Context: an optimization exercise on an open-source flow, tuned for small area. The choices shown serve that exercise and are no tape-out recipe. In this exercise RTL edits were held to simulation tests only and were not proved equivalent to the original. Power is estimated from default activity; no workload was simulated.

### design/flow/flow/run.sh
#!/bin/bash
# The standard ORFS layout with three changes:
#  - synthesis: the same script (synth_recipe.tcl), but ABC maps with an
#    area-oriented script (flow/area.abc); registers are mapped before ABC
#    and are unchanged;
#  - the port buffers are sky130_fd_sc_hd__buf_1;
#  - CTS clusters sinks under clkbuf_8 buffers, without dummy loads.
set -euo pipefail
W=$PWD
{ head -n 1 synth_recipe.tcl; cat flow/abc_override.tcl; tail -n +2 synth_recipe.tcl; } > flow_synth.tcl
sed "s#SYNTH_SCRIPT=[^ ]*#SYNTH_SCRIPT=$W/flow_synth.tcl#" standard.sh > flow_standard.sh
grep -q "SYNTH_SCRIPT=$W/flow_synth.tcl" flow_standard.sh
export AREA_ABC_SCRIPT=$W/flow/area.abc
export BUFFER_PORTS_ARGS="-buffer_cell sky130_fd_sc_hd__buf_1"
export CTS_ARGS="-sink_clustering_enable -repair_clock_nets -dont_use_dummy_load -sink_clustering_size 18 -sink_clustering_max_diameter 40 -buf_list {sky130_fd_sc_hd__clkbuf_8}"
bash flow_standard.sh > standard.log 2>&1
### design/flow/design.v
module uplink_rx (
    input  wire        clk,
    input  wire        rst,           
    input  wire        port_kind,     
    input  wire        sof,           
    input  wire        bit_valid,     
    input  wire        bit_data,
    input  wire [15:0] ov_thr,        
    input  wire [15:0] uv_thr,        
    output reg         frame_done,    
    output wire [1:0]  frame_err,     
    output wire [3:0]  ftype,
    output wire [7:0]  seq,
    output wire [7:0]  len,
    output wire [31:0] status,
    output wire        val_valid,     
    output wire [4:0]  val_idx,
    output wire [15:0] val_data,
    output wire        val_ov,
    output wire        val_uv,
    output wire        val_sus
);
    localparam [31:0] CRC_POLY = 32'h04C1_1DB7;
    localparam [2:0] S_IDLE = 3'b000, S_DEAD = 3'b001, S_HDR = 3'b010,
                     S_PAY = 3'b100, S_STAT = 3'b101, S_CRC = 3'b110;
    reg [2:0]  st;
    reg [8:0]  cnt;         
    reg [4:0]  ph;          
    reg [31:0] crc;
    reg [31:0] sr;          
    reg [2:0]  ft_r;        
    reg [7:0]  seq_r;
    reg [3:0]  w_r;         
    reg        rel_pend, rel_act;
    wire [4:0] ph1 = ph + 5'd1;
    wire [4:0] b   = cnt[4:0];
    wire in_hdr  = (st == S_HDR);
    wire in_pay  = (st == S_PAY);
    wire in_stat = (st == S_STAT);
    wire in_crc  = (st == S_CRC);
    wire [30:0] hs   = ~crc[30:0];
    wire [2:0] h_ft  = hs[29:27];
    wire [3:0] h_w   = hs[16:13];
    reg pair_ok;
    always @(*) begin
        case (h_ft)
            3'h0: pair_ok = !port_kind && (h_w == 4'd12);
            3'h1: pair_ok =  port_kind && (h_w == 4'd4);
            3'h2: pair_ok = !port_kind && (h_w == 4'd9);
            3'h3: pair_ok = (h_w >= 4'd1) && (h_w <= 4'd4);
            3'h4: pair_ok = (h_w == 4'd0);
            3'h5: pair_ok = (h_w == 4'd0);
            3'h7: pair_ok = (h_w == 4'd1);
            default: pair_ok = 1'b0;
        endcase
    end
    wire hdr_ok = pair_ok && hs[30] && (hs[18:17] == 2'd0) &&
                  (hs[12:0] == 13'd0) && !bit_data;
    wire hdr_end  = in_hdr && (b == 5'd31);
    wire pay_end  = in_pay && (cnt[8:5] == w_r) && (b == 5'd0);
    wire stat_end = in_stat && (b == 5'd0);
    wire crc_end  = in_crc && (b == 5'd31);
    wire crc_ok = &crc;
    wire dead   = (st == S_DEAD);
    always @(posedge clk) begin
        if (rst) begin
            st         <= S_IDLE;
            frame_done <= 1'b0;
            rel_pend   <= 1'b0;
            rel_act    <= 1'b0;
        end else begin
            frame_done <= 1'b0;
            if (sof) begin
                st <= S_HDR;
            end else if (bit_valid) begin
                if (hdr_end) begin
                    st <= hdr_ok ? S_PAY : S_DEAD;
                    frame_done <= !hdr_ok;
                end
                if (pay_end)  st <= S_STAT;
                if (stat_end) st <= S_CRC;
                if (crc_end) begin
                    st <= S_IDLE;
                    frame_done <= 1'b1;
                end
            end
            if (frame_done && !dead && crc_ok && (w_r != 4'd0))
                rel_pend <= 1'b1;
            else if (ph == 5'd23)
                rel_pend <= 1'b0;
            if (rel_pend && ph == 5'd23)
                rel_act <= 1'b1;
            else if (ph1 == {w_r, 1'b0})
                rel_act <= 1'b0;
        end
    end
    always @(posedge clk) begin
        ph <= (rst || ph == 5'd23) ? 5'd0 : ph1;
        if (sof)
            cnt <= 9'd480;
        else if (bit_valid)
            cnt <= cnt + 9'd1;
        if (bit_valid)
            crc <= {crc[30:0], bit_data ^ in_hdr} ^ ((crc[31] && !in_hdr) ? CRC_POLY : 32'd0);
        if (bit_valid && (in_pay || (in_stat && !stat_end)))
            sr <= {sr[30:0], bit_data};
        if (bit_valid && hdr_end) begin
            ft_r  <= h_ft;
            seq_r <= hs[26:19];
            w_r   <= h_w;
        end
    end
    wire       wen = st[2];
    wire [3:0] wj  = cnt[3:0];
    wire [4:0] wi  = cnt[8:4];
    wire       eq0 = (ph == wi);           
    wire       eq1 = (ph1 == wi);          
    genvar l;
    generate
        for (l = 0; l < 16; l = l + 1) begin : lane
            reg [23:0] r;
            wire [1:0] d = wj[1:0] - 2'd1 - l;    
            wire cur  = (wj > l) && (wj <= l + 4);
            wire prev = (l >= 12) && (wj <= l - 12);
            wire we   = wen && ((cur && eq0) || (prev && eq1));
            always @(posedge clk)
                r <= {r[22:0], we ? ~sr[d] : r[23]};
            assign val_data[15 - l] = ~r[23];
        end
    endgenerate
    assign val_valid = rel_act;
    assign val_idx   = ph;
    function automatic gt16(input [15:0] a, input [15:0] b);
        integer k;
        reg c;
        begin
            c = 1'b0;
            for (k = 0; k < 16; k = k + 1)
                c = (a[k] & ~b[k]) | ((a[k] | ~b[k]) & c);
            gt16 = c;
        end
    endfunction
    wire cells = w_r[3] & w_r[2];
    assign val_ov  = cells && gt16(val_data, ov_thr);
    assign val_uv  = cells && gt16(uv_thr, val_data);
    assign val_sus = cells && (gt16(val_data, 16'd50000) || sr[25]);
    assign frame_err = {!dead && !crc_ok, dead};
    assign ftype  = {1'b1, ft_r};
    assign seq    = seq_r;
    assign len    = {2'b00, w_r, 2'b00};
    assign status = sr;
endmodule
### design/flow/flow/abc_override.tcl
# Run ABC with an area-oriented script (flow/area.abc) in place of ORFS's.
proc abc {args} {
  set i [lsearch -exact $args -script]
  if {$i >= 0} { lset args [expr {$i + 1}] $::env(AREA_ABC_SCRIPT) }
  yosys abc {*}$args
}
### design/flow/constraint.sdc
create_clock -name core_clock -period 10.0 [get_ports {clk}]
set_input_delay 2.0000 -clock core_clock [delete_from_list [all_inputs] [get_ports {clk}]]
set_output_delay 2.0000 -clock core_clock [all_outputs]
set_load 0.01 [all_outputs]
### design/flow/standard.sh
#!/bin/bash
# synth_recipe.tcl (not shown) runs the flow's synth.tcl, then flattens the netlist and writes it again
# the make line also repeats each setting of config.mk as NAME=value (left out here)
make -C /OpenROAD-flow-scripts/flow DESIGN_CONFIG=/design/flow/config.mk WORK_HOME=/design/flow/orfs CLKGATE_MAP_FILE= SYNTH_SCRIPT=/design/flow/synth_recipe.tcl "${@:-finish}"
### design/flow/config.mk
export PLATFORM = sky130hd
export DESIGN_NAME = uplink_rx
export DESIGN_NICKNAME = uplink_rx
export VERILOG_FILES = /design/flow/design.v
export SDC_FILE = /design/flow/constraint.sdc
export NUM_CORES = 4
export LEC_CHECK = 0
export ABC_AREA = 1
export CAP_MARGIN = 20
export CORE_MARGIN = 2
export CORE_UTILIZATION = 82
export PLACE_DENSITY = 0.9
export SLEW_MARGIN = 20
### design/flow/flow/area.abc
strash; dc2; dch -f; map -a; mfs2; strash; dch -f; map -a; topo; dnsize -c
==> results of run 1 <==
==> sequential cells by signal (all words and copies together), names as in the netlist <==
signal      count
w_r             4
frame_done      1
ft_r            3
crc            32
seq_r           8
st              3
sr             32
ph              5
rel_pend        1
rel_act         1
cnt             9
lane.r        384
==> through the flow <==
| stage | cells | hold WS [ns] | power, W | utilization | area [µm²] |
|---|---|---|---|---|---|
| finish | 1200 | 0.286 | 0.00295 | 0.904 | 13600 |
| global route | 1200 | 0.277 | 0.00303 | 0.904 | 13600 |
| CTS | 1200 | 0.286 | 0.00296 | 0.904 | 13600 |
| detailed placement | 1164 | 0.312 | 0.00211 | 0.871 | 13100 |
| global placement | 1163 | 0.310 | 0.00210 | 0.870 | 13100 |
| floorplan | 868 | 0.310 | 0.00208 | - | 12500 |
==> how the worst max path moves through the flow <==
stage	from	endpoint	cells after the start
3_5_place_dp	uv_thr[2]	val_uv	15
4_1_cts	uv_thr[2]	val_uv	15
6_report	uv_thr[2]	val_uv	15
2_1_floorplan	uv_thr[2]	val_uv	13
3_3_place_gp	uv_thr[2]	val_uv	15
5_1_grt	uv_thr[2]	val_uv	15
==> area by class of cell <==
cell class	count	area [µm²]	share of cell area
sequential	483	10500	0.770
multi-input combinational	306	1690	0.124
clock buffer	36	495	0.0365
timing repair buffer	114	437	0.0321
inverter	73	274	0.0202
tap	188	235	0.0173
==> power breakdown <==
group          leakage [nW]  internal, W  switching (W)
sequential             3.99      0.00199      0.0000140
clock                 0.259     0.000325       0.000554
combinational         0.725    0.0000200      0.0000484
==> per-layer routing <==
metal / GRT usage / vias up / part of all wire
li1: - / 3158 / -
met3: 0.0729 / 151 / 0.079
met2: 0.590 / 491 / 0.51
met5: 0 / - / 0
met4: 0.197 / 0 / 0.061
met1: 0.397 / 3439 / 0.35
==> worst register-to-register path, delay by kind of cell, from the launching register on <==
kind | cells | cell delay (ns)
adder cells (fa/ha/maj) | 1 | 0.18
buffers and inverters | 3 | 0.90
flip-flops | 1 | 0.54
AND/OR/NAND/NOR | 4 | 1.19
==> cell usage after synthesis, types with 2 or more instances <==
master      n  area [µm²]
dfxtp_1   404        8090
edfxtp_1   79        2370
clkinv_1   73         274
nand2_1    59         221
a21oi_1    46         230
nor2_1     39         146
o21ai_0    32         160
nand3_1    16        80.1
nor3_1     14        70.1
xor2_1     14         123
o22ai_1    12        75.1
xnor2_1    12         105
a22oi_1    10        75.1
a31oi_1     8        50.1
nand4_1     8        50.1
buf_4       6        45.0
ha_1        5        62.6
a41oi_1     4        35.0
nor4_1      4        25.0
o221ai_1    4        35.0
o31ai_1     4        30.0
o211ai_1    3        22.5
conb_1      2        7.51
==> cells by family (layout without fill, tap and decap cells) <==
kind of cell | count (synthesis) | count (layout) | share of synthesized area
DFF | 483 | 483 | 0.840
adders and majority gates | 5 | 5 | 0.00503
AOI/OAI and AO/OA | 129 | 129 | 0.0618
xor gates and xnor gates | 26 | 26 | 0.0183
other | 2 | 5 | 0.000603
and+or+nand+nor | 141 | 141 | 0.0482
buffers and inverters | 79 | 223 | 0.0256
==> layout by cell type (no fill, tap or decap), types with 14 or more instances in the layout <==
cell,synthesis,final
o21ai_0,32,32
a21oi_1,46,46
nand3_1,16,16
dfxtp_1,404,404
nand2_1,59,59
edfxtp_1,79,79
nor2_1,39,39
xor2_1,14,14
clkbuf_8,0,36
clkinv_1,73,73
buf_1,0,111
==> flow_summary.toml, run 1 <==
[floorplan]
dieArea_um2 = 16200
core_area_um2 = 15000
fp-row-count = 45
die_w_um = 127
die_h_um = 127
io_pins = 118
initial_utilization = 0.828

[layout]
area_growth_pct = 9.19
fillers = 477
finalNetCount = 1057
antenna_cells = 0
drive_gt1_frac = 0.0415

[critical_path]
cp_data_arrival_time_ns = 4.31
r2r_end = "seq_r[7]$_DFFE_PP_"
worstSetupStartpointType = "input pin"
r2r_cells = 8
max_stage_delay_ns = 0.34
end_kind = "output port"
reg2reg_slack_ns = 6.88
path_delay_family = "compound AO/OA/AOI/OAI gates"
cpMostUsedCell = "a21oi_1"
cp_max_fo = 2
path_buf_inv = 3
cp_cell_sequence = "buf_1 > clkinv_1 > o22ai_1 > a21oi_1 > a21oi_1 > o21ai_0 > a21oi_1 > o22ai_1 > a21oi_1 > a221o_1 > o221ai_1 > a21oi_1 > o221ai_1 > a211oi_1 > buf_1"
required_ns = 8.00
reg2reg_from = "cnt[2]$_SDFFE_PP0P_"
criticalPathCategory = "in -> out"
crit_slowest_cell = "a211oi_1"

[sta]
fin_crit_ns = 6.31
drv_slew = 0
hold_violations = 0
skew_ns = 0.0510
setup_viol_count_final = 0
setup_slack_ns = 3.69
rsz0062_at_grt = "no"
finalCritPeriodShare = 0.631
worst_pin_slew_ns = 0.948
final.setup.tns_ns = 0
fmax_mhz = 158
slew_headroom = 0.368

[clock_network]
clock_sinks = 483
htreeDepth = 2
postCtsSetupBuffers = 0
cts_resized = 0
cts_root_buffer = "clkbuf_8"
clk_latency_ns = 0.56
path_clk_slew_ns = 0.09
clockBufferDepth = 3
cts_tree = "yes"
numCtsBuffers = 36
cts_hold_buf = 0

[synthesis]
synth-seq-cells = 483
synth_edf_count = 79
synthFlopType = "dfxtp_1"
async_reset_ff_frac = 0
syn_inst = 865
synth_cell_types = 30
yosys_warnings = 1
synth.avg_cell_area_um2 = 14.4
ys_seq_area_frac = 0.840
syn-cell-area_um2 = 12400

[routing]
avgRoutedWirePerCell_um = 22.6
first_pass_iters = 5
antenna_left = 0
wl_um = 27200
drt-initial-drc-count = 710
vias = 7239
drc_errors = 0
routed_via_density = 6.03

[min_path]
hp-class = "reg -> reg"
hold_depth = 0
worstHoldEndpoint = "lane[2].r[10]$_DFF_P_"
hp-start = "lane[2].r[9]$_DFF_P_"

[placed_design]
pre_cts_ws_ns = 3.89
io_buffers = 112
dpl.hpwl_um = 15800
place_congestion = 0.877

[global_route]
gr-total-overflow = 0
grt_pass1_wl_um = 41000
antenna_found_initial = 0
grt_pass1_vias = 7392
grt_max_degree = 42
grt_util_all_layers = 0.341

[status]
status = "timing/DRC/antenna clean"

[pwr]
peakVddDrop_mv = 0.155
p_per_area_nw_per_um2 = 217
p_leak_nw = 4.97

[job]
maxCapViolCount = 0
==> run 2: changes to the inputs <==
--- a/design/flow/config.mk
+++ b/design/flow/config.mk
@@ -8,6 +8,6 @@
 export ABC_AREA = 1
 export CAP_MARGIN = 20
 export CORE_MARGIN = 2
-export CORE_UTILIZATION = 82
+export CORE_UTILIZATION = 80
 export PLACE_DENSITY = 0.9
 export SLEW_MARGIN = 20
==> flow_summary.toml, run 2 <==
[routing]
first_pass_iters = 6
antenna_left = 0
drc_errors = 0
vias = 7088
wl_um = 25500
drt-initial-drc-count = 739
routed_via_density = 5.90
avgRoutedWirePerCell_um = 21.2

[layout]
final_cell_mix = "404 x dfxtp_1, 111 x buf_1, 79 x edfxtp_1"
mostFrequentLayoutCell = "dfxtp_1"
finalNonFillerCells = 1201
drive_gt1_frac = 0.0415
finalNetCount = 1057
reg.largest.list = "lane.r: 384 flops, crc: 32 flops, sr: 32 flops"
largest_reg_flops = 384
area_growth_pct = 9.31
regMostFlops = "lane.r"
final_util = 0.895
fillers = 564

[critical_path]
worstSetupStartpointType = "input pin"
criticalPathCategory = "in -> out"
end_kind = "output port"
required_ns = 8.00
cp_max_fo = 2
cp_data_arrival_time_ns = 4.48

[pwr]
swShare = 0.204
power.internal_w = 0.00234
p_sw_w = 0.000599
peakVddDrop_mv = 0.157
p_per_area_nw_per_um2 = 216
p_leak_nw = 4.97
p_comb_frac = 0.022
p_seq_frac = 0.681
pwr-share-clk = 0.297
finalPower_w = 0.00294

[global_route]
gr-total-overflow = 0
grt_pass1_vias = 7273
grt_max_degree = 42
antenna_found_initial = 1
grt_util_all_layers = 0.320
grt_pass1_wl_um = 39300

[sta]
finalCritPeriodShare = 0.648
fin_crit_ns = 6.48
final.setup.tns_ns = 0
rsz0062_at_grt = "no"
slew_headroom = 0.318
setup_viol_count_final = 0
hold_ws_ns = 0.275
worst_pin_slew_ns = 1.02
drv_slew = 0
skew_ns = 0.0486
hold_violations = 0
fmax_mhz = 154

[clock_network]
cts_root_buffer = "clkbuf_8"
cts_resized = 0
path_clk_slew_ns = 0.10
postCtsSetupBuffers = 0
clock_sinks = 483
clockBufferDepth = 3
cts_tree = "yes"
numCtsBuffers = 37
htreeDepth = 2
clk_latency_ns = 0.55
cts_hold_buf = 0

[placed_design]
io_buffers = 112
dpl.hpwl_um = 16700
numPlacedInstances = 1163
place_congestion = 0.840

[synthesis]
synth_compound_area_frac = 0.0618
yosys.area_share.xor_xnor = 0.0183
syn-cell-area_um2 = 12400
synth.avg_cell_area_um2 = 14.4
yosys_warnings = 1
synthTopCellsByCount = "404 x dfxtp_1, 79 x edfxtp_1, 73 x clkinv_1, 59 x nand2_1, 46 x a21oi_1"
synth_top_area_frac = 0.650
synthFlopType = "dfxtp_1"
synth_edf_count = 79
yosys.area.top_type = "dfxtp_1"
async_reset_ff_frac = 0
synth_top_family_by_area = "compound AO/OA/AOI/OAI gates"
synth.area.mux_share = 0
synth_cell_types = 30
ys_seq_area_frac = 0.840
syn_inst = 865
synth-seq-cells = 483
netlist_top_cells_area = "dfxtp_1 65%, edfxtp_1 19%, clkinv_1 2.2%, a21oi_1 1.8%, nand2_1 1.8%"
synth-simple-area-share = 0.0482
yosysMostFrequentCell = "dfxtp_1"
synth_adder_area_share = 0.00503

[floorplan]
fp-row-count = 45
dieArea_um2 = 16600
die_w_um = 129
core_area_um2 = 15200
die_h_um = 129
initial_utilization = 0.819
io_pins = 118

[status]
status = "timing/DRC/antenna clean"

[min_path]
hp-class = "reg -> reg"

[job]
maxCapViolCount = 0
## run 2: cell counts after synthesis
No cell type changed its count.
## run 2: path summary, 6_finish.rpt
path,from,end,depth (start not counted),slack [ns]
setup / recovery,uv_thr[1],val_uv,15,3.52
setup reg to reg,cnt[2]$_SDFFE_PP0P_,ft_r[2]$_DFFE_PP_,7,6.88
hold / removal,lane[1].r[12]$_DFF_P_,lane[1].r[13]$_DFF_P_,0,0.27
hold reg to reg,lane[1].r[12]$_DFF_P_,lane[1].r[13]$_DFF_P_,0,0.27
## run 2: layout make-up
| class | instances | area [µm²] | area share |
|---|---|---|---|
| flip-flops and latches | 483 | 10500 | 0.769 |
| repair buffers | 113 | 429 | 0.0315 |
| clock buffers | 37 | 509 | 0.0374 |
| multi-input cells | 306 | 1690 | 0.125 |
| inverters | 73 | 274 | 0.0201 |
| well taps | 188 | 235 | 0.0173 |
| diodes | 1 | 2.50 | 0.000184 |
## run 2: worst max-delay path, cell delays in order
cell and delay, ns:
buf_1 0.14, o21ai_0 0.14, o22ai_1 0.18, a21oi_1 0.06
a21oi_1 0.12, o21ai_0 0.10, a21oi_1 0.20, o22ai_1 0.10
a21oi_1 0.18, a221o_1 0.18, o221ai_1 0.13, a21oi_1 0.23
o221ai_1 0.18, a211oi_1 0.34, buf_1 0.21
## run 2: power groups by stage
stage                     Sequential [W]  Clock, W  Combinational, W
after floorplan                  0.00204         0         0.0000366
after detailed placement         0.00205         0         0.0000616
final                            0.00200  0.000873         0.0000658
after CTS                        0.00200  0.000880         0.0000636
after global placement           0.00204         0         0.0000548
after global routing             0.00200  0.000949         0.0000715
## run 2: through the flow
stage               setup slack, ns  area (µm²)
global route                   3.37       13600
CTS                            3.55       13600
global placement               4.05       13100
detailed placement             3.80       13100
floorplan                      4.50       12500
finish                         3.52       13600
## run 2: per-layer routing
metal	up-vias	GRT usage	part of all wire
met1	3329	0.384	0.37
met2	439	0.546	0.49
met5	-	0	0
met3	155	0.0728	0.087
li1	3165	-	-
met4	0	0.165	0.054
## run 2: cell families (layout without fill, tap and decap cells)
kind of cell,after synthesis,after routing
XOR/XNOR,26,26
other,2,6
adder cells (fa/ha/maj),5,5
AO/OA/AOI/OAI,129,129
AND/OR/NAND/NOR,141,141
buffers and inverters,79,223
flip-flops,483,483
==> run 3: changes to the inputs <==
--- a/design/flow/design.v
+++ b/design/flow/design.v
@@ -115,16 +115,22 @@
     wire [4:0] wi  = cnt[8:4];
     wire       eq0 = (ph == wi);           
     wire       eq1 = (ph1 == wi);          
+    wire [3:0] gwe;
+    assign gwe[0] = wen && (wj[3:2] == 2'd1) && eq0;
+    assign gwe[1] = wen && (wj[3:2] == 2'd2) && eq0;
+    assign gwe[2] = wen && (wj[3:2] == 2'd3) && eq0;
+    assign gwe[3] = wen && (wj[3:2] == 2'd0) && eq1;
+    wire [3:0] src;
+    assign src[0] = sr[wj[1:0] + 3'd3];
+    assign src[1] = sr[wj[1:0] + 3'd2];
+    assign src[2] = sr[wj[1:0] + 3'd1];
+    assign src[3] = sr[wj[1:0]];
     genvar l;
     generate
         for (l = 0; l < 16; l = l + 1) begin : lane
             reg [23:0] r;
-            wire [1:0] d = wj[1:0] - 2'd1 - l;    
-            wire cur  = (wj > l) && (wj <= l + 4);
-            wire prev = (l >= 12) && (wj <= l - 12);
-            wire we   = wen && ((cur && eq0) || (prev && eq1));
             always @(posedge clk)
-                r <= {r[22:0], we ? ~sr[d] : r[23]};
+                r <= {r[22:0], gwe[l / 4] ? ~src[l % 4] : r[23]};
             assign val_data[15 - l] = ~r[23];
         end
     endgenerate
==> flow_summary.toml, run 3 <==
[clock_network]
postCtsSetupBuffers = 0
cts_tree = "yes"
numCtsBuffers = 38
cts_resized = 0
path_clk_slew_ns = 0.11
cts_hold_buf = 0
htreeDepth = 2
clockBufferDepth = 3
cts_root_buffer = "clkbuf_8"
clock_sinks = 483
clk_latency_ns = 0.56

[critical_path]
cp_data_arrival_time_ns = 4.38
criticalPathCategory = "in -> out"
worstSetupStartpointType = "input pin"
crit_slowest_cell = "a211oi_1"
end_kind = "output port"
max_stage_delay_ns = 0.33
cp_cell_sequence = "buf_1 > o21ai_0 > nor2_1 > a21oi_1 > a21oi_1 > o221ai_1 > a21oi_1 > o22ai_1 > a21oi_1 > o22ai_1 > a21oi_1 > o22ai_1 > a211oi_1 > buf_1"
cp_max_fo = 2
required_ns = 8.00
path_buf_inv = 2
cpMostUsedCell = "a21oi_1"
path_delay_family = "compound AO/OA/AOI/OAI gates"

[layout]
largest_reg_flops = 384
antenna_cells = 0
final_util = 0.892
final_cell_mix = "404 x dfxtp_1, 111 x buf_1, 79 x edfxtp_1"
area_growth_pct = 9.51
finalNonFillerCells = 1169
mostFrequentLayoutCell = "dfxtp_1"
finalNetCount = 1025
reg.largest.list = "lane.r: 384 flops, crc: 32 flops, sr: 32 flops"
drive_gt1_frac = 0.0438
stdcell_area_um2 = 13500
fillers = 542
regMostFlops = "lane.r"

[synthesis]
syn-cell-area_um2 = 12300
netlist_top_cells_area = "dfxtp_1 66%, edfxtp_1 19%, clkinv_1 2.2%, nand2_1 1.6%, o21ai_0 1.5%"
synth_top_area_frac = 0.658
synth_cell_types = 32
synth_compound_area_frac = 0.0523
synth.area.mux_share = 0.00163
yosys.area.top_type = "dfxtp_1"
synth_adder_area_share = 0.00407
synth-simple-area-share = 0.0458
synthTopCellsByCount = "404 x dfxtp_1, 79 x edfxtp_1, 73 x clkinv_1, 52 x nand2_1, 36 x o21ai_0"
async_reset_ff_frac = 0
syn_inst = 833
synth.avg_cell_area_um2 = 14.8
ys_seq_area_frac = 0.851
yosys_warnings = 1
synth-seq-cells = 483
synthFlopType = "dfxtp_1"
yosysMostFrequentCell = "dfxtp_1"
synth_edf_count = 79
synth_top_family_by_area = "compound AO/OA/AOI/OAI gates"
yosys.area_share.xor_xnor = 0.0185

[pwr]
p_leak_nw = 5.01
finalPower_w = 0.00296
peakVddDrop_mv = 0.151
p_per_area_nw_per_um2 = 220

[sta]
fin_crit_ns = 6.38
final.setup.tns_ns = 0
hold_violations = 0
setup_viol_count_final = 0
worst_pin_slew_ns = 0.921
slew_headroom = 0.386
finalCritPeriodShare = 0.638
skew_ns = 0.0495
rsz0062_at_grt = "no"
drv_slew = 0
fmax_mhz = 157

[global_route]
grt_util_all_layers = 0.306
grt_pass1_vias = 6785
grt_max_degree = 38
grt_pass1_wl_um = 37400
antenna_found_initial = 0
gr-total-overflow = 0

[routing]
antenna_left = 0
routed_via_density = 5.68
drc_errors = 0
first_pass_iters = 5
drt-initial-drc-count = 639
wl_um = 24300
avgRoutedWirePerCell_um = 20.8
vias = 6635

[floorplan]
initial_utilization = 0.815
core_area_um2 = 15100
die_w_um = 128
die_h_um = 128
dieArea_um2 = 16400
fp-row-count = 45
io_pins = 118

[placed_design]
dpl.hpwl_um = 14800
place_congestion = 0.843
io_buffers = 112
numPlacedInstances = 1131
place_area_um2 = 12900

[min_path]
hp-class = "reg -> reg"

[status]
status = "timing/DRC/antenna clean"

[job]
maxCapViolCount = 0
[run 3: cell types whose count changed in the layout (fill, tap and decap cells not counted), moves of 3 or more]
cell and change:
o22ai_1 +6, o21ai_0 +4, nand4_1 +4, o31ai_1 -3, nand3_1 -6, nand2_1 -7
nor3_1 -3, a21oi_1 -18, a31oi_1 -5, nor2_1 -6, a41oi_1 -3
[run 3: through the flow]
stage          hold slack, ns  worst slack, ns
6_report                0.298             3.62
5_1_grt                 0.298             3.39
4_1_cts                 0.296             3.72
3_5_place_dp            0.312             3.87
3_3_place_gp            0.311             4.29
2_1_floorplan           0.310             4.20
[run 3: power by group]
| part | total (W) | internal [W] | leakage, nW | switching, W |
|---|---|---|---|---|
| registers | 0.00200 | 0.00199 | 4.00 | 0.0000134 |
| clock network | 0.000900 | 0.000343 | 0.273 | 0.000557 |
| logic | 0.0000566 | 0.0000185 | 0.733 | 0.0000381 |
| total | 0.00296 | 0.00235 | 5.01 | 0.000608 |
[run 3: final timing paths]
path                                       startpoint                    end  slack, ns  depth (start not counted)
worst max-delay path                        uv_thr[1]                 val_uv       3.62                         14
worst min-delay path            lane[3].r[11]$_DFF_P_  lane[3].r[12]$_DFF_P_       0.30                          0
worst max register to register    cnt[0]$_SDFFE_PP0P_     seq_r[5]$_DFFE_PP_       7.47                          7
worst min register to register  lane[3].r[11]$_DFF_P_  lane[3].r[12]$_DFF_P_       0.30                          0
[run 3: cell families after synthesis]
family	count (synthesis)
muxes	2
other	2
AOI/OAI and AO/OA	109
adders and majority gates	4
and+or+nand+nor	128
xor gates and xnor gates	26
DFF	483
buffers and inverters	79
[run 3: layout make-up]
class	count	area [µm²]	share of cell area
tap	188	235	0.0175
sequential	483	10500	0.777
clock buffer	38	523	0.0389
multi-input combinational	274	1540	0.114
inverter	73	274	0.0204
timing repair buffer	113	429	0.0319
[run 3: worst reg2reg max path, stage by stage, from the launching register on]
cell	delay, ns
dfxtp_1	0.53
ha_1	0.27
nand2_1	0.11
nor2_1	0.13
ha_1	0.15
and3_1	0.22
nand2_1	0.10
nor2_2	0.63
[run 3: routing by layer]
layer	routed length (µm)	up-vias	track usage
met2	12100	317	0.517
met1	9670	3202	0.389
met3	1480	84	0.0618
li1	-	3032	-
met5	0	-	0
met4	996	0	0.131
==> run 4: changes to the inputs <==
--- a/design/flow/design.v
+++ b/design/flow/design.v
@@ -26,7 +26,7 @@
     reg [2:0]  st;
     reg [8:0]  cnt;         
     reg [4:0]  ph;          
-    reg [31:0] crc;
+    reg [31:0] crcn;        
     reg [31:0] sr;          
     reg [2:0]  ft_r;        
     reg [7:0]  seq_r;
@@ -38,7 +38,7 @@
     wire in_pay  = (st == S_PAY);
     wire in_stat = (st == S_STAT);
     wire in_crc  = (st == S_CRC);
-    wire [30:0] hs   = ~crc[30:0];
+    wire [30:0] hs   = crcn[30:0];
     wire [2:0] h_ft  = hs[29:27];
     wire [3:0] h_w   = hs[16:13];
     reg pair_ok;
@@ -60,7 +60,7 @@
     wire pay_end  = in_pay && (cnt[8:5] == w_r) && (b == 5'd0);
     wire stat_end = in_stat && (b == 5'd0);
     wire crc_end  = in_crc && (b == 5'd31);
-    wire crc_ok = &crc;
+    wire crc_ok = (crcn == 32'd0);
     wire dead   = (st == S_DEAD);
     always @(posedge clk) begin
         if (rst) begin
@@ -101,7 +101,7 @@
         else if (bit_valid)
             cnt <= cnt + 9'd1;
         if (bit_valid)
-            crc <= {crc[30:0], bit_data ^ in_hdr} ^ ((crc[31] && !in_hdr) ? CRC_POLY : 32'd0);
+            crcn <= {crcn[30:0], bit_data ^ !in_hdr} ^ ((!crcn[31] && !in_hdr) ? CRC_POLY : 32'd0);
         if (bit_valid && (in_pay || (in_stat && !stat_end)))
             sr <= {sr[30:0], bit_data};
         if (bit_valid && hdr_end) begin
--- a/design/flow/flow/run.sh
+++ b/design/flow/flow/run.sh
@@ -12,5 +12,5 @@
 grep -q "SYNTH_SCRIPT=$W/flow_synth.tcl" flow_standard.sh
 export AREA_ABC_SCRIPT=$W/flow/area.abc
 export BUFFER_PORTS_ARGS="-buffer_cell sky130_fd_sc_hd__buf_1"
-export CTS_ARGS="-sink_clustering_enable -repair_clock_nets -dont_use_dummy_load -sink_clustering_size 18 -sink_clustering_max_diameter 40 -buf_list {sky130_fd_sc_hd__clkbuf_8}"
+export CTS_ARGS="-sink_clustering_enable -repair_clock_nets -dont_use_dummy_load -sink_clustering_size 20 -sink_clustering_max_diameter 40 -root_buf sky130_fd_sc_hd__clkbuf_16 -sink_clustering_buffer sky130_fd_sc_hd__clkbuf_8 -buf_list {sky130_fd_sc_hd__clkbuf_8 sky130_fd_sc_hd__clkbuf_16}"
 bash flow_standard.sh > standard.log 2>&1
==> flow_summary.toml, run 4 <==
[status]
status = "timing/DRC/antenna clean"

[pwr]
peakVddDrop_mv = 0.142
finalPower_w = 0.00298
p_sw_w = 0.000602
p_seq_frac = 0.673
p_leak_nw = 4.97
power.internal_w = 0.00238
pwr-share-clk = 0.309
swShare = 0.202
p_per_area_nw_per_um2 = 222
p_comb_frac = 0.018

[routing]
vias = 6656
antenna_left = 0
drt-initial-drc-count = 738
first_pass_iters = 5
routed_via_density = 5.78
drc_errors = 0
avgRoutedWirePerCell_um = 22.2
wl_um = 25600

[layout]
final_util = 0.890
drive_gt1_frac = 0.0467
finalNetCount = 1007
area_growth_pct = 9.90
antenna_cells = 0
reg.largest.list = "lane.r: 384 flops, crcn: 32 flops, sr: 32 flops"
mostFrequentLayoutCell = "dfxtp_1"
regMostFlops = "lane.r"
largest_reg_flops = 384
final_cell_mix = "404 x dfxtp_1, 111 x buf_1, 79 x edfxtp_1"

[global_route]
grt_pass1_wl_um = 38700
grt_pass1_vias = 6798
grt_max_degree = 40
grt_util_all_layers = 0.320
antenna_found_initial = 0
gr-total-overflow = 0

[sta]
drv_slew = 0
skew_ns = 0.0612
slew_headroom = 0.236
setup_slack_ns = 3.30
worst_pin_slew_ns = 1.12
setup_viol_count_final = 0
fin_crit_ns = 6.70
rsz0062_at_grt = "no"
finalCritPeriodShare = 0.670
final.setup.tns_ns = 0
fmax_mhz = 149
hold_violations = 0

[clock_network]
clk_latency_ns = 0.51
clock_sinks = 483
cts_resized = 0
cts_tree = "yes"
path_clk_slew_ns = 0.12
numCtsBuffers = 36
cts_root_buffer = "clkbuf_16"
postCtsSetupBuffers = 0
htreeDepth = 2
cts_hold_buf = 0
clockBufferDepth = 3

[critical_path]
reg2reg_from = "cnt[6]$_SDFFE_PP1P_"
r2r_end = "lane[6].r[0]$_DFF_P_"
cp_data_arrival_time_ns = 4.70
required_ns = 8.00
criticalPathCategory = "in -> out"
crit_end = "val_uv"
r2r_cells = 7
reg2reg_slack_ns = 6.96
end_kind = "output port"
worstSetupStartpointType = "input pin"
worstSetupStartpoint = "uv_thr[2]"
cp_max_fo = 2

[synthesis]
synth-seq-cells = 483
synthTopCellsByCount = "404 x dfxtp_1, 79 x edfxtp_1, 52 x clkinv_1, 49 x nor2_1, 45 x o21ai_0"
netlist_top_cells_area = "dfxtp_1 66%, edfxtp_1 19%, o21ai_0 1.8%, clkinv_1 1.6%, nor2_1 1.5%"
ys_seq_area_frac = 0.856
synth.avg_cell_area_um2 = 15.0
synthFlopType = "dfxtp_1"
synth_cell_types = 32
yosys_warnings = 1
yosysMostFrequentCell = "dfxtp_1"
yosys.area.top_type = "dfxtp_1"
async_reset_ff_frac = 0
syn-cell-area_um2 = 12200
syn_inst = 816
synth_edf_count = 79
synth_top_area_frac = 0.662

[floorplan]
io_pins = 118
core_area_um2 = 15100
initial_utilization = 0.810
fp-row-count = 45
die_w_um = 128
dieArea_um2 = 16300
die_h_um = 128

[placed_design]
dpl.hpwl_um = 15800
pre_cts_ws_ns = 3.69
io_buffers = 112
place_congestion = 0.872

[min_path]
hp-class = "reg -> reg"

[job]
maxCapViolCount = 0
run 4: cell types whose count changed in the layout (fill, tap and decap cells not counted), sizes merged, moves of 9 or more:
cell | before | now
a21oi | 28 | 19
nor2 | 34 | 49
nor3 | 9 | 18
clkinv | 73 | 52
o21ai | 36 | 45
o22ai | 18 | 9
nand2 | 52 | 42
run 4: metrics by stage:
stage                     cells  hold slack, ns  area (µm²)
after floorplan             819           0.310       12200
after global placement     1115           0.310       12900
after detailed placement   1115           0.312       12900
after CTS                  1151           0.294       13400
after global routing       1151           0.307       13400
final                      1151           0.303       13400
run 4: cells by family (layout without fill, tap and decap cells):
family,after synthesis,count (layout),synth area share
DFF,483,483,0.856
and+or+nand+nor,136,136,0.0481
AOI/OAI and AO/OA,108,108,0.0540
buffers and inverters,58,202,0.0196
xor gates and xnor gates,25,25,0.0179
adders and majority gates,4,4,0.00409
other,2,5,0.000614
run 4: how the worst min path moves through the flow:
stage | endpoint | from | depth (start not counted)
floorplan | lane[0].r[10]$_DFF_P_ | lane[0].r[9]$_DFF_P_ | 0
global placement | lane[2].r[23]$_DFF_P_ | lane[2].r[22]$_DFF_P_ | 0
detailed placement | lane[10].r[8]$_DFF_P_ | lane[10].r[7]$_DFF_P_ | 0
CTS | lane[11].r[5]$_DFF_P_ | lane[11].r[4]$_DFF_P_ | 0
global route | lane[11].r[5]$_DFF_P_ | lane[11].r[4]$_DFF_P_ | 0
finish | lane[7].r[23]$_DFF_P_ | lane[7].r[22]$_DFF_P_ | 0
run 4: area by class of cell:
cell class / count / area (µm²)
fillers: 499 / 1650
clock buffers: 36 / 552
multi-input cells: 278 / 1560
repair buffers: 114 / 437
inverters: 52 / 195
flip-flops and latches: 483 / 10500
well taps: 188 / 235
run 4: worst max-delay path, stage by stage:
cell and delay [ns]:
buf_1 0.11, o22ai_1 0.21, o21ai_0 0.13, o21ai_0 0.10, a21oi_1 0.10, a221oi_1 0.28
nor2_1 0.08, a21oi_1 0.12, nor2_1 0.08, a221oi_1 0.33, nor2_1 0.08, a21oi_1 0.17
nor2_1 0.07, a221oi_1 0.29, o21ai_0 0.15, o221ai_1 0.11, a211oi_1 0.15, buf_1 0.16
run 4: per-layer routing:
layer / vias up / global-route usage / routed length, µm
li1: 2997 / - / -
met1: 3195 / 0.399 / 9850
met2: 383 / 0.559 / 13000
met3: 81 / 0.0691 / 1850
met4: 0 / 0.114 / 880
met5: - / 0 / 0
run 4: power by group through the flow:
| stage | combinational, W | sequential (W) | clock [W] |
|---|---|---|---|
| 2_1_floorplan | 0.0000291 | 0.00204 | 0 |
| 3_3_place_gp | 0.0000451 | 0.00204 | 0 |
| 3_5_place_dp | 0.0000503 | 0.00205 | 0 |
| 4_1_cts | 0.0000528 | 0.00200 | 0.000922 |
| 5_1_grt | 0.0000582 | 0.00201 | 0.000998 |
| 6_report | 0.0000545 | 0.00200 | 0.000921 |
==> run 5: changes to the inputs <==
--- a/design/flow/flow/run.sh
+++ b/design/flow/flow/run.sh
@@ -12,5 +12,5 @@
 grep -q "SYNTH_SCRIPT=$W/flow_synth.tcl" flow_standard.sh
 export AREA_ABC_SCRIPT=$W/flow/area.abc
 export BUFFER_PORTS_ARGS="-buffer_cell sky130_fd_sc_hd__buf_1"
-export CTS_ARGS="-sink_clustering_enable -repair_clock_nets -dont_use_dummy_load -sink_clustering_size 20 -sink_clustering_max_diameter 40 -root_buf sky130_fd_sc_hd__clkbuf_16 -sink_clustering_buffer sky130_fd_sc_hd__clkbuf_8 -buf_list {sky130_fd_sc_hd__clkbuf_8 sky130_fd_sc_hd__clkbuf_16}"
+export CTS_ARGS="-sink_clustering_enable -repair_clock_nets -dont_use_dummy_load -sink_clustering_size 16 -sink_clustering_max_diameter 40 -buf_list {sky130_fd_sc_hd__clkbuf_8}"
 bash flow_standard.sh > standard.log 2>&1
==> flow_summary.toml, run 5 <==
[synthesis]
synth_top_area_frac = 0.662
synth-seq-cells = 483
yosysMostFrequentCell = "dfxtp_1"
syn-cell-area_um2 = 12200
async_reset_ff_frac = 0
synthFlopType = "dfxtp_1"
ys_seq_area_frac = 0.856
netlist_top_cells_area = "dfxtp_1 66%, edfxtp_1 19%, o21ai_0 1.8%, clkinv_1 1.6%, nor2_1 1.5%"
syn_inst = 816
yosys_warnings = 1
synth_edf_count = 79
synthTopCellsByCount = "404 x dfxtp_1, 79 x edfxtp_1, 52 x clkinv_1, 49 x nor2_1, 45 x o21ai_0"
yosys.area.top_type = "dfxtp_1"
synth.avg_cell_area_um2 = 15.0
synth_cell_types = 32

[clock_network]
cts_tree = "yes"
cts_root_buffer = "clkbuf_8"
cts_hold_buf = 0
clock_sinks = 483
path_clk_slew_ns = 0.09
htreeDepth = 2
postCtsSetupBuffers = 0
cts_resized = 0
numCtsBuffers = 39
clk_latency_ns = 0.56
clockBufferDepth = 3

[critical_path]
cp_num_cells = 18
cpMostUsedCell = "nor2_1"
path_delay_family = "compound AO/OA/AOI/OAI gates"
r2r_cells = 7
cp_max_fo = 2
criticalPathCategory = "in -> out"
end_kind = "output port"
crit_slowest_cell = "a221oi_1"
worstSetupStartpointType = "input pin"
max_stage_delay_ns = 0.45
required_ns = 8.00
cp_cell_sequence = "buf_1 > a22oi_1 > o21ai_0 > o21ai_0 > a21oi_1 > a221oi_1 > nor2_1 > a21oi_1 > nor2_1 > a221oi_1 > nor2_1 > a21oi_1 > nor2_1 > a221oi_1 > o21ai_0 > o221ai_1 > a211oi_1 > buf_1"
path_buf_inv = 2
cp_data_arrival_time_ns = 4.95

[pwr]
pwr-share-clk = 0.306
p_comb_frac = 0.018
p_per_area_nw_per_um2 = 221
p_leak_nw = 4.97
peakVddDrop_mv = 0.123
power.internal_w = 0.00236
p_sw_w = 0.000609
p_seq_frac = 0.675
swShare = 0.205

[layout]
area_growth_pct = 9.77
stdcell_area_um2 = 13400
largest_reg_flops = 384
final_cell_mix = "404 x dfxtp_1, 111 x buf_1, 79 x edfxtp_1"
antenna_cells = 0
finalNetCount = 1010
mostFrequentLayoutCell = "dfxtp_1"
drive_gt1_frac = 0.0497
regMostFlops = "lane.r"
reg.largest.list = "lane.r: 384 flops, crcn: 32 flops, sr: 32 flops"

[routing]
avgRoutedWirePerCell_um = 22.6
first_pass_iters = 5
drc_errors = 0
vias = 6730
drt-initial-drc-count = 596
routed_via_density = 5.83
antenna_left = 0
wl_um = 26000

[floorplan]
core_area_um2 = 15100
die_w_um = 128
initial_utilization = 0.810
die_h_um = 128
fp-row-count = 45
io_pins = 118
dieArea_um2 = 16300

[sta]
hold_violations = 0
setup_viol_count_final = 0
slew_headroom = 0.347
finalCritPeriodShare = 0.695
worst_pin_slew_ns = 0.955
skew_ns = 0.0419
fin_crit_ns = 6.95
final.setup.tns_ns = 0
rsz0062_at_grt = "no"
drv_slew = 0
fmax_mhz = 144
hold_ws_ns = 0.305

[global_route]
grt_pass1_vias = 7013
grt_util_all_layers = 0.326
grt_pass1_wl_um = 39200
gr-total-overflow = 0
antenna_found_initial = 0
grt_max_degree = 40

[status]
status = "timing/DRC/antenna clean"

[placed_design]
place_congestion = 0.872
io_buffers = 112
dpl.hpwl_um = 15800
place_area_um2 = 12900

[min_path]
hold_depth = 0
hp-class = "reg -> reg"

[job]
maxCapViolCount = 0
-- run 5: cell counts after synthesis --
No cell type changed its count.
-- run 5: area by class of cell --
cell class | instances | area, µm²
fillers | 508 | 1670
clock buffers | 39 | 537
flip-flops and latches | 483 | 10500
inverters | 52 | 195
multi-input cells | 278 | 1560
repair buffers | 114 | 437
well taps | 188 | 235
-- run 5: worst paths after layout --
check                               from                      to  slack (ns)
setup / recovery               uv_thr[1]                  val_uv        3.05
hold / removal    lane[15].r[18]$_DFF_P_  lane[15].r[19]$_DFF_P_        0.31
setup reg to reg     cnt[6]$_SDFFE_PP1P_    lane[2].r[0]$_DFF_P_        7.20
hold reg to reg   lane[15].r[18]$_DFF_P_  lane[15].r[19]$_DFF_P_        0.31
-- run 5: kinds of logic (layout without fill, tap and decap cells) --
family / Yosys count / after routing / share of synthesized area
flops: 483 / 483 / 0.856
simple gates: 136 / 136 / 0.0481
compound gates: 108 / 108 / 0.0540
buf+inv: 58 / 205 / 0.0196
xor+xnor: 25 / 25 / 0.0179
fa+ha+maj: 4 / 4 / 0.00409
other cells: 2 / 5 / 0.000614
-- run 5: layer usage --
metal | routed length [µm] | share of wire | vias to the layer above | GRT usage
met5 | 0 | 0 | - | 0
met4 | 1280 | 0.049 | 0 | 0.156
met3 | 1990 | 0.077 | 109 | 0.0695
met2 | 12900 | 0.50 | 395 | 0.560
met1 | 9850 | 0.38 | 3225 | 0.395
li1 | - | - | 3001 | -
-- run 5: stage by stage --
step / worst slack, ns / total power, W / util / std cells
after global routing: 2.98 / 0.00305 / 0.889 / 1154
after detailed placement: 3.69 / 0.00210 / 0.853 / 1115
after global placement: 4.03 / 0.00209 / 0.853 / 1115
after floorplan: 4.36 / 0.00207 / - / 819
after CTS: 3.20 / 0.00297 / 0.889 / 1154
final: 3.05 / 0.00297 / 0.889 / 1154
-- run 5: power groups by stage --
stage          Sequential, W  Combinational, W  Clock [W]
6_report             0.00200         0.0000545   0.000909
5_1_grt              0.00200         0.0000586   0.000987
3_5_place_dp         0.00205         0.0000503          0
2_1_floorplan        0.00204         0.0000291          0
4_1_cts              0.00200         0.0000530   0.000917
3_3_place_gp         0.00204         0.0000451          0
==> run 6: changes to the inputs <==
--- a/design/flow/design.v
+++ b/design/flow/design.v
@@ -30,10 +30,11 @@
     reg [31:0] sr;          
     reg [2:0]  ft_r;        
     reg [7:0]  seq_r;
-    reg [3:0]  w_r;         
+    reg [2:0]  w_lo;        
     reg        rel_pend, rel_act;
     wire [4:0] ph1 = ph + 5'd1;
     wire [4:0] b   = cnt[4:0];
+    wire [3:0] w_r = {!ft_r[2] && !ft_r[0], w_lo};
     wire in_hdr  = (st == S_HDR);
     wire in_pay  = (st == S_PAY);
     wire in_stat = (st == S_STAT);
@@ -107,7 +108,7 @@
         if (bit_valid && hdr_end) begin
             ft_r  <= h_ft;
             seq_r <= hs[26:19];
-            w_r   <= h_w;
+            w_lo  <= h_w[2:0];
         end
     end
     wire       wen = st[2];
==> flow_summary.toml, run 6 <==
[sta]
drv_slew = 0
fin_crit_ns = 6.91
hold_violations = 0
finalCritPeriodShare = 0.691
skew_ns = 0.0412
slew_headroom = 0.337
fmax_mhz = 145
final.setup.tns_ns = 0
setup_viol_count_final = 0
worst_pin_slew_ns = 0.992
rsz0062_at_grt = "no"

[floorplan]
dieArea_um2 = 16300
die_h_um = 128
io_pins = 118
die_w_um = 128
initial_utilization = 0.812
core_area_um2 = 15000
fp-row-count = 45

[routing]
avgRoutedWirePerCell_um = 22.4
first_pass_iters = 7
routed_via_density = 5.98
drc_errors = 0
drt-initial-drc-count = 594
antenna_left = 0
vias = 6958
wl_um = 26100

[synthesis]
yosys.area.top_type = "dfxtp_1"
synthTopCellsByCount = "404 x dfxtp_1, 78 x edfxtp_1, 59 x clkinv_1, 58 x nor2_1, 41 x nand2_1"
synth-seq-cells = 482
synth_cell_types = 33
netlist_top_cells_area = "dfxtp_1 66%, edfxtp_1 19%, clkinv_1 1.8%, nor2_1 1.8%, a21oi_1 1.4%"
async_reset_ff_frac = 0
yosys_warnings = 1
yosysMostFrequentCell = "dfxtp_1"
synth_edf_count = 78
synthFlopType = "dfxtp_1"
syn_inst = 825
synth_top_area_frac = 0.662
ys_seq_area_frac = 0.854
syn-cell-area_um2 = 12200
synth.avg_cell_area_um2 = 14.8

[layout]
register_area_um2 = 10400
finalNetCount = 1019
multi_input_area_um2 = 1550
area_growth_pct = 9.81
fillers = 504
final_cell_mix = "404 x dfxtp_1, 111 x buf_1, 78 x edfxtp_1"
largest_reg_flops = 384
regMostFlops = "lane.r"
reg.largest.list = "lane.r: 384 flops, crcn: 32 flops, sr: 32 flops"
drive_gt1_frac = 0.0472
antenna_cells = 0
mostFrequentLayoutCell = "dfxtp_1"
finalNonFillerCells = 1163

[clock_network]
cts_root_buffer = "clkbuf_8"
path_clk_slew_ns = 0.10
cts_hold_buf = 0
clk_latency_ns = 0.56
clock_sinks = 482
cts_tree = "yes"
postCtsSetupBuffers = 0
htreeDepth = 2
numCtsBuffers = 39
clockBufferDepth = 3
cts_resized = 0

[min_path]
hp-class = "reg -> reg"

[global_route]
antenna_found_initial = 0
grt_max_degree = 37
grt_pass1_wl_um = 39600
gr-total-overflow = 0
grt_util_all_layers = 0.327
grt_pass1_vias = 7046

[pwr]
peakVddDrop_mv = 0.167
p_leak_nw = 4.96
p_per_area_nw_per_um2 = 221

[critical_path]
end_kind = "output port"
required_ns = 8.00
criticalPathCategory = "in -> out"
cp_max_fo = 2
cp_data_arrival_time_ns = 4.91
worstSetupStartpointType = "input pin"

[placed_design]
place_congestion = 0.859
io_buffers = 112
dpl.hpwl_um = 15400
numPlacedInstances = 1124

[status]
status = "timing/DRC/antenna clean"

[job]
maxCapViolCount = 0
## run 6: changes by cell type after synthesis, moves of 4 or more
cell,change
a21oi_1,+16
o21ai_0,-11
nor2_1,+9
clkinv_1,+7
nor3_1,-6
a2bb2oi_1,-4
## run 6: area by class of cell
cell class / instances / area share
inverters: 59 / 0.0165
repair buffers: 114 / 0.0326
clock buffers: 39 / 0.0400
flip-flops and latches: 482 / 0.778
multi-input cells: 281 / 0.115
well taps: 188 / 0.0175
## run 6: cells by family (layout without fill, tap and decap cells)
family	count (synthesis)	count (layout)	share of synthesized area
and+or+nand+nor	135	135	0.0471
buffers and inverters	65	212	0.0218
DFF	482	482	0.854
other	2	5	0.000615
adders and majority gates	4	4	0.00410
xor gates and xnor gates	20	20	0.0143
AOI/OAI and AO/OA	117	117	0.0578
## run 6: final timing paths
check	from	endpoint	cells after the start	slack (ns)
worst max register to register	ph[0]$_SDFF_PP0_	lane[15].r[0]$_DFF_P_	8	7.05
worst min register to register	lane[7].r[6]$_DFF_P_	lane[7].r[7]$_DFF_P_	0	0.30
worst max-delay path	ov_thr[1]	val_ov	16	3.09
worst min-delay path	lane[7].r[6]$_DFF_P_	lane[7].r[7]$_DFF_P_	0	0.30
## run 6: where the power goes
| group | switching [W] | internal [W] |
|---|---|---|
| logic | 0.0000405 | 0.0000198 |
| clock network | 0.000560 | 0.000351 |
| registers | 0.0000154 | 0.00198 |
| total | 0.000616 | 0.00235 |
## run 6: worst max-delay path: stages
cell and delay (ns):
buf_1 0.12, a211oi_1 0.31, nor2_1 0.10, a221oi_1 0.27
o21ai_0 0.14, o21a_1 0.14, a21oi_1 0.16, o21ai_0 0.10
a221oi_1 0.43, o21ai_0 0.14, o21a_1 0.12, a221oi_1 0.19
o21ai_0 0.14, o21a_1 0.12, a211oi_1 0.21, buf_1 0.21
## run 6: layer usage
metal  global-route usage  routed length, µm  part of all wire  vias to the layer above
li1                     -                  -                 -                     3032
met1                0.401               9580              0.37                     3313
met2                0.567              13300              0.51                      489
met3               0.0649               1930             0.074                      124
met4                0.147               1260             0.048                        0
met5                    0                  0                 0                        -
## run 6: metrics by stage
stage / cell area, µm² / worst slack, ns / total power [W] / util / hold slack, ns
CTS: 13400 / 3.14 / 0.00297 / 0.891 / 0.279
floorplan: 12200 / 4.11 / 0.00207 / - / 0.310
global placement: 12900 / 3.58 / 0.00209 / 0.856 / 0.310
global route: 13400 / 2.80 / 0.00305 / 0.892 / 0.306
finish: 13400 / 3.09 / 0.00297 / 0.892 / 0.300
detailed placement: 12900 / 3.29 / 0.00210 / 0.856 / 0.312
==> run 7: changes to the inputs <==
--- a/design/flow/config.mk
+++ b/design/flow/config.mk
@@ -8,6 +8,6 @@
 export ABC_AREA = 1
 export CAP_MARGIN = 20
 export CORE_MARGIN = 2
-export CORE_UTILIZATION = 80
+export CORE_UTILIZATION = 82
 export PLACE_DENSITY = 0.9
 export SLEW_MARGIN = 20
==> flow_summary.toml, run 7 <==
[status]
status = "timing/DRC/antenna clean"

[layout]
final_util = 0.921
register_area_um2 = 10400
final_cell_mix = "404 x dfxtp_1, 111 x buf_1, 78 x edfxtp_1"
fillers = 416
stdcell_area_um2 = 13400
reg.largest.list = "lane.r: 384 flops, crcn: 32 flops, sr: 32 flops"
regMostFlops = "lane.r"
antenna_cells = 0
mostFrequentLayoutCell = "dfxtp_1"
drive_gt1_frac = 0.0462
multi_input_area_um2 = 1540
largest_reg_flops = 384
finalNetCount = 1019
area_growth_pct = 9.67

[routing]
antenna_left = 0
wl_um = 29400
drt-initial-drc-count = 719
first_pass_iters = 5
vias = 7240
routed_via_density = 6.25
drc_errors = 0
avgRoutedWirePerCell_um = 25.4

[pwr]
p_seq_frac = 0.670
p_comb_frac = 0.021
finalPower_w = 0.00298
p_sw_w = 0.000637
swShare = 0.214
pwr-share-clk = 0.309
p_leak_nw = 4.96
p_per_area_nw_per_um2 = 223
power.internal_w = 0.00235
peakVddDrop_mv = 0.245

[sta]
hold_violations = 0
skew_ns = 0.0484
fmax_mhz = 147
fin_crit_ns = 6.82
slew_headroom = 0.467
worst_pin_slew_ns = 0.792
final.setup.tns_ns = 0
drv_slew = 0
rsz0062_at_grt = "no"
finalCritPeriodShare = 0.682
setup_slack_ns = 3.18
setup_viol_count_final = 0

[clock_network]
cts_resized = 0
postCtsSetupBuffers = 0
clk_latency_ns = 0.56
path_clk_slew_ns = 0.10
clock_sinks = 482
cts_tree = "yes"
cts_root_buffer = "clkbuf_8"
cts_hold_buf = 0
numCtsBuffers = 38
htreeDepth = 2
clockBufferDepth = 3

[placed_design]
place_area_um2 = 12900
pre_cts_ws_ns = 3.29
io_buffers = 112
place_congestion = 0.826
dpl.hpwl_um = 16900

[synthesis]
synthTopCellsByCount = "404 x dfxtp_1, 78 x edfxtp_1, 59 x clkinv_1, 58 x nor2_1, 41 x nand2_1"
synth_edf_count = 78
netlist_top_cells_area = "dfxtp_1 66%, edfxtp_1 19%, clkinv_1 1.8%, nor2_1 1.8%, a21oi_1 1.4%"
yosys.area_share.xor_xnor = 0.0143
synth-simple-area-share = 0.0471
synth-seq-cells = 482
async_reset_ff_frac = 0
yosysMostFrequentCell = "dfxtp_1"
synth_compound_area_frac = 0.0578
synth_cell_types = 33
ys_seq_area_frac = 0.854
synth.area.mux_share = 0
synth_adder_area_share = 0.00410
synth_top_family_by_area = "compound AO/OA/AOI/OAI gates"
syn-cell-area_um2 = 12200
synth_top_area_frac = 0.662
syn_inst = 825
yosys.area.top_type = "dfxtp_1"
synth.avg_cell_area_um2 = 14.8
synthFlopType = "dfxtp_1"
yosys_warnings = 1

[global_route]
antenna_found_initial = 0
grt_pass1_wl_um = 41200
met1_usage = 0.402
grt_max_degree = 37
use_met3 = 0.0722
grt_pass1_vias = 7463
busiest_layer = "met2"
gr-total-overflow = 0
use_met2 = 0.591
grt_util_all_layers = 0.344

[critical_path]
cp_cell_sequence = "buf_1 > a211oi_1 > nor2_1 > a221oi_1 > o21ai_0 > o21a_1 > a21oi_1 > o21ai_0 > a221oi_1 > o21ai_0 > o21a_1 > a221oi_1 > o21ai_0 > o21a_1 > a211oi_1 > buf_1"
end_kind = "output port"
cp_max_fo = 1
max_stage_delay_ns = 0.32
criticalPathCategory = "in -> out"
path_buf_inv = 2
cp_data_arrival_time_ns = 4.82
cp_num_cells = 16
crit_slowest_cell = "a221oi_1"
r2r_cells = 9
cpMostUsedCell = "o21ai_0"
path_delay_family = "compound AO/OA/AOI/OAI gates"
required_ns = 8.00
worstSetupStartpointType = "input pin"

[min_path]
hold_depth = 0
hp-class = "reg -> reg"

[floorplan]
fp-row-count = 44
io_pins = 118
initial_utilization = 0.840
die_w_um = 126
dieArea_um2 = 15900
die_h_um = 126
core_area_um2 = 14500

[job]
maxCapViolCount = 0
## run 7: cell counts after synthesis
Identical to the previous run, type by type.
## run 7: final cells by class
class                           instances  share of cell area
Sequential cell                       482               0.779
Clock buffer                           38              0.0391
Inverter                               59              0.0165
Multi-Input combinational cell        281               0.115
Tap cell                              184              0.0172
Timing Repair Buffer                  115              0.0332
## run 7: power groups by stage
stage,registers [W],logic (W),clock network [W]
after floorplan,0.00204,0.0000322,0
after global placement,0.00204,0.0000474,0
after detailed placement,0.00204,0.0000554,0
after CTS,0.00200,0.0000581,0.000897
after global routing,0.00200,0.0000660,0.000987
final,0.00200,0.0000621,0.000922
## run 7: cells by family (layout without fill, tap and decap cells)
kind of cell,after synthesis,count (layout)
AO/OA/AOI/OAI,117,117
XOR/XNOR,20,20
adder cells (fa/ha/maj),4,4
buffers and inverters,65,212
flip-flops,482,482
other,2,5
AND/OR/NAND/NOR,135,135
## run 7: stage by stage
stage	instances	hold WS [ns]
5_1_grt	1159	0.315
2_1_floorplan	828	0.310
3_5_place_dp	1121	0.312
3_3_place_gp	1121	0.310
6_report	1159	0.310
4_1_cts	1159	0.316
## run 7: layer usage
metal,part of all wire,vias up,routed length [µm]
li1,-,3026,-
met1,0.35,3464,10200
met2,0.51,581,15100
met3,0.080,169,2370
met4,0.062,0,1840
met5,0,-,0
## run 7: worst paths after layout
kind | to | startpoint | slack [ns]
worst max-delay path | val_ov | ov_thr[0] | 3.18
worst min-delay path | lane[2].r[16]$_DFF_P_ | lane[2].r[15]$_DFF_P_ | 0.31
worst max register to register | lane[13].r[0]$_DFF_P_ | ph[0]$_SDFF_PP0_ | 6.91
worst min register to register | lane[2].r[16]$_DFF_P_ | lane[2].r[15]$_DFF_P_ | 0.31
==> run 8: changes to the inputs <==
==> design/flow/flow/area.abc (replaced) <==
strash; dc2; dch -f; map -a; mfs2; strash; dch -f; map -a; mfs2; strash; dch -f; map -a; topo; dnsize -c
==> flow_summary.toml, run 8 <==
[global_route]
grt_util_all_layers = 0.342
gr-total-overflow = 0
antenna_found_initial = 0
grt_pass1_vias = 7221
grt_pass1_wl_um = 40500
grt_max_degree = 37

[routing]
routed_via_density = 6.09
antenna_left = 0
first_pass_iters = 7
vias = 6990
drt-initial-drc-count = 696
drc_errors = 0
avgRoutedWirePerCell_um = 23.4
wl_um = 26800

[clock_network]
clock_sinks = 482
htreeDepth = 2
clockBufferDepth = 3
cts_hold_buf = 0
cts_tree = "yes"
cts_root_buffer = "clkbuf_8"
numCtsBuffers = 39
path_clk_slew_ns = 0.09
clk_latency_ns = 0.54
cts_resized = 0
postCtsSetupBuffers = 0

[layout]
antenna_cells = 0
regMostFlops = "lane.r"
stdcell_area_um2 = 13400
finalNetCount = 1008
mostFrequentLayoutCell = "dfxtp_1"
multi_input_area_um2 = 1540
register_area_um2 = 10400
final_cell_mix = "404 x dfxtp_1, 111 x buf_1, 78 x edfxtp_1"
area_growth_pct = 9.67
largest_reg_flops = 384
fillers = 404
drive_gt1_frac = 0.0446
reg.largest.list = "lane.r: 384 flops, crcn: 32 flops, sr: 32 flops"
finalNonFillerCells = 1148

[pwr]
p_sw_w = 0.000612
p_per_area_nw_per_um2 = 222
p_leak_nw = 4.97
pwr-share-clk = 0.306
swShare = 0.206
p_seq_frac = 0.674
p_comb_frac = 0.020
peakVddDrop_mv = 0.183
power.internal_w = 0.00235

[critical_path]
end_kind = "output port"
criticalPathCategory = "in -> out"
r2r_cells = 8
reg2reg_slack_ns = 7.00
required_ns = 8.00
worstSetupStartpointType = "input pin"
reg2reg_from = "ph[0]$_SDFF_PP0_"
cp_max_fo = 2
worstSetupStartpoint = "ov_thr[2]"
r2r_end = "lane[14].r[0]$_DFF_P_"
cp_data_arrival_time_ns = 4.92

[placed_design]
numPlacedInstances = 1109
io_buffers = 112
dpl.hpwl_um = 15900
place_congestion = 0.893
pre_cts_ws_ns = 3.30
place_area_um2 = 12800

[synthesis]
synth-seq-cells = 482
synthTopCellsByCount = "404 x dfxtp_1, 78 x edfxtp_1, 56 x clkinv_1, 44 x nand2_1, 44 x nor2_1"
syn_inst = 815
synth_cell_types = 34
synthFlopType = "dfxtp_1"
ys_seq_area_frac = 0.855
yosys_warnings = 1
async_reset_ff_frac = 0
netlist_top_cells_area = "dfxtp_1 66%, edfxtp_1 19%, clkinv_1 1.7%, o21ai_0 1.7%, nand2_1 1.4%"
synth_top_area_frac = 0.663
synth_edf_count = 78
syn-cell-area_um2 = 12200
synth.avg_cell_area_um2 = 15.0
yosys.area.top_type = "dfxtp_1"
yosysMostFrequentCell = "dfxtp_1"

[sta]
worst_pin_slew_ns = 0.997
drv_slew = 0
fmax_mhz = 144
finalCritPeriodShare = 0.692
hold_violations = 0
setup_slack_ns = 3.08
slew_headroom = 0.331
final.setup.tns_ns = 0
setup_viol_count_final = 0
rsz0062_at_grt = "no"
fin_crit_ns = 6.92
skew_ns = 0.0414

[floorplan]
fp-row-count = 44
core_area_um2 = 14500
initial_utilization = 0.839
dieArea_um2 = 15900
die_h_um = 126
io_pins = 118
die_w_um = 126

[job]
maxCapViolCount = 0

[status]
status = "timing/DRC/antenna clean"

[min_path]
hp-class = "reg -> reg"
hp-start = "lane[8].r[22]$_DFF_P_"
worstHoldEndpoint = "lane[8].r[23]$_DFF_P_"
hold_depth = 0
==> run 8: changes by cell type after synthesis, moves of 2 or more <==
cell and change:
nand2_1 +3, xnor2_1 +2, xor2_1 +2, a221oi_1 -3, a22oi_1 +3, o21ai_0 +7
nor2_1 -14, nor4_1 +4, mux2i_1 +2, a21oi_1 -8, nor3_1 -4, clkinv_1 -3
==> run 8: critical path, cell delays in order <==
cell and delay (ns):
buf_1 0.14, o22ai_1 0.12, nor2_1 0.15, a221oi_1 0.06
o21ai_0 0.25, o21a_1 0.16, a21oi_1 0.04, o21a_1 0.20
nor2_1 0.20, a221oi_1 0.10, o21ai_0 0.43, o21ai_0 0.25
a21oi_1 0.22, a21oi_1 0.10, o21bai_1 0.20, a21oi_1 0.11
buf_1 0.16
==> run 8: logic make-up (layout without fill, tap and decap cells) <==
group                    Yosys count  after routing  share of synthesized area
AO/OA/AOI/OAI                    116            116                     0.0570
XOR/XNOR                          24             24                     0.0172
adder cells (fa/ha/maj)            4              4                    0.00410
buffers and inverters             62            208                     0.0209
flip-flops                       482            482                      0.855
multiplexers                       2              2                    0.00164
other                              2              5                   0.000616
AND/OR/NAND/NOR                  123            123                     0.0435
==> run 8: metrics by stage <==
| step | utilization | hold WS, ns | power [W] |
|---|---|---|---|
| 2_1_floorplan | - | 0.310 | 0.00207 |
| 3_3_place_gp | 0.883 | 0.310 | 0.00209 |
| 3_5_place_dp | 0.883 | 0.312 | 0.00210 |
| 4_1_cts | 0.920 | 0.310 | 0.00296 |
| 5_1_grt | 0.921 | 0.310 | 0.00304 |
| 6_report | 0.921 | 0.304 | 0.00297 |
==> run 8: worst max-delay path by stage <==
stage	to	slack, ns	depth (start not counted)
CTS	val_ov	3.09	17
finish	val_ov	3.08	17
floorplan	sr[0]$_DFFE_PP_	4.17	2
global route	val_ov	2.94	17
detailed placement	val_ov	3.30	17
global placement	val_ov	3.83	17
==> run 8: final cells by class <==
| cell class | count | area share |
|---|---|---|
| inverters | 56 | 0.0157 |
| clock buffers | 39 | 0.0401 |
| multi-input cells | 274 | 0.115 |
| repair buffers | 113 | 0.0321 |
| flip-flops and latches | 482 | 0.780 |
| well taps | 184 | 0.0172 |
==> run 8: metal layers <==
metal / routed length (µm) / track usage
met1: 9450 / 0.395
met4: 1570 / 0.182
met2: 13800 / 0.604
met5: 0 / 0
met3: 2060 / 0.0692
==> run 8: power groups by stage <==
stage	combinational, W	sequential (W)	clock [W]
after global placement	0.0000473	0.00204	0
after global routing	0.0000634	0.00200	0.000974
after CTS	0.0000579	0.00200	0.000909
after detailed placement	0.0000542	0.00204	0
after floorplan	0.0000326	0.00204	0
final	0.0000598	0.00200	0.000908

==> separate check: timing with driven ports <==
How much do the figures lean on ideal ports? The routed layouts below were timed once more, with nothing changed but the port constraints.
Step 1 assumes that a clkbuf_16 drives the clock port and a buf_2 every other input.
Step 2 also shifts input and output timing later by t, the mid clock arrival at the registers, as if the neighbouring blocks saw the same clock.
Three values: ideal ports, drivers, drivers and shift; two values: the first two.
run	t, ns	setup slack, ns	worst setup path after step 2
run 1	0.567	3.688 / 3.662 / 3.662	input to output
run 2	0.567	3.519 / 3.495 / 3.495	input to output
run 3	0.574	3.624 / 3.598 / 3.598	input to output
run 4	0.527	3.298 / 3.271 / 3.271	input to output
run 5	0.579	3.049 / 3.001 / 3.001	input to output
run 6	0.575	3.095 / 3.068 / 3.068	input to output
run 7	0.575	3.178 / 3.139 / 3.139	input to output
run 8	0.570	3.077 / 3.053 / 3.053	input to output
After both steps every run listed still meets setup and hold. For run 5, which loses most, drivers alone change the setup slack by -0.048 ns; drivers and shift together by -0.048 ns.
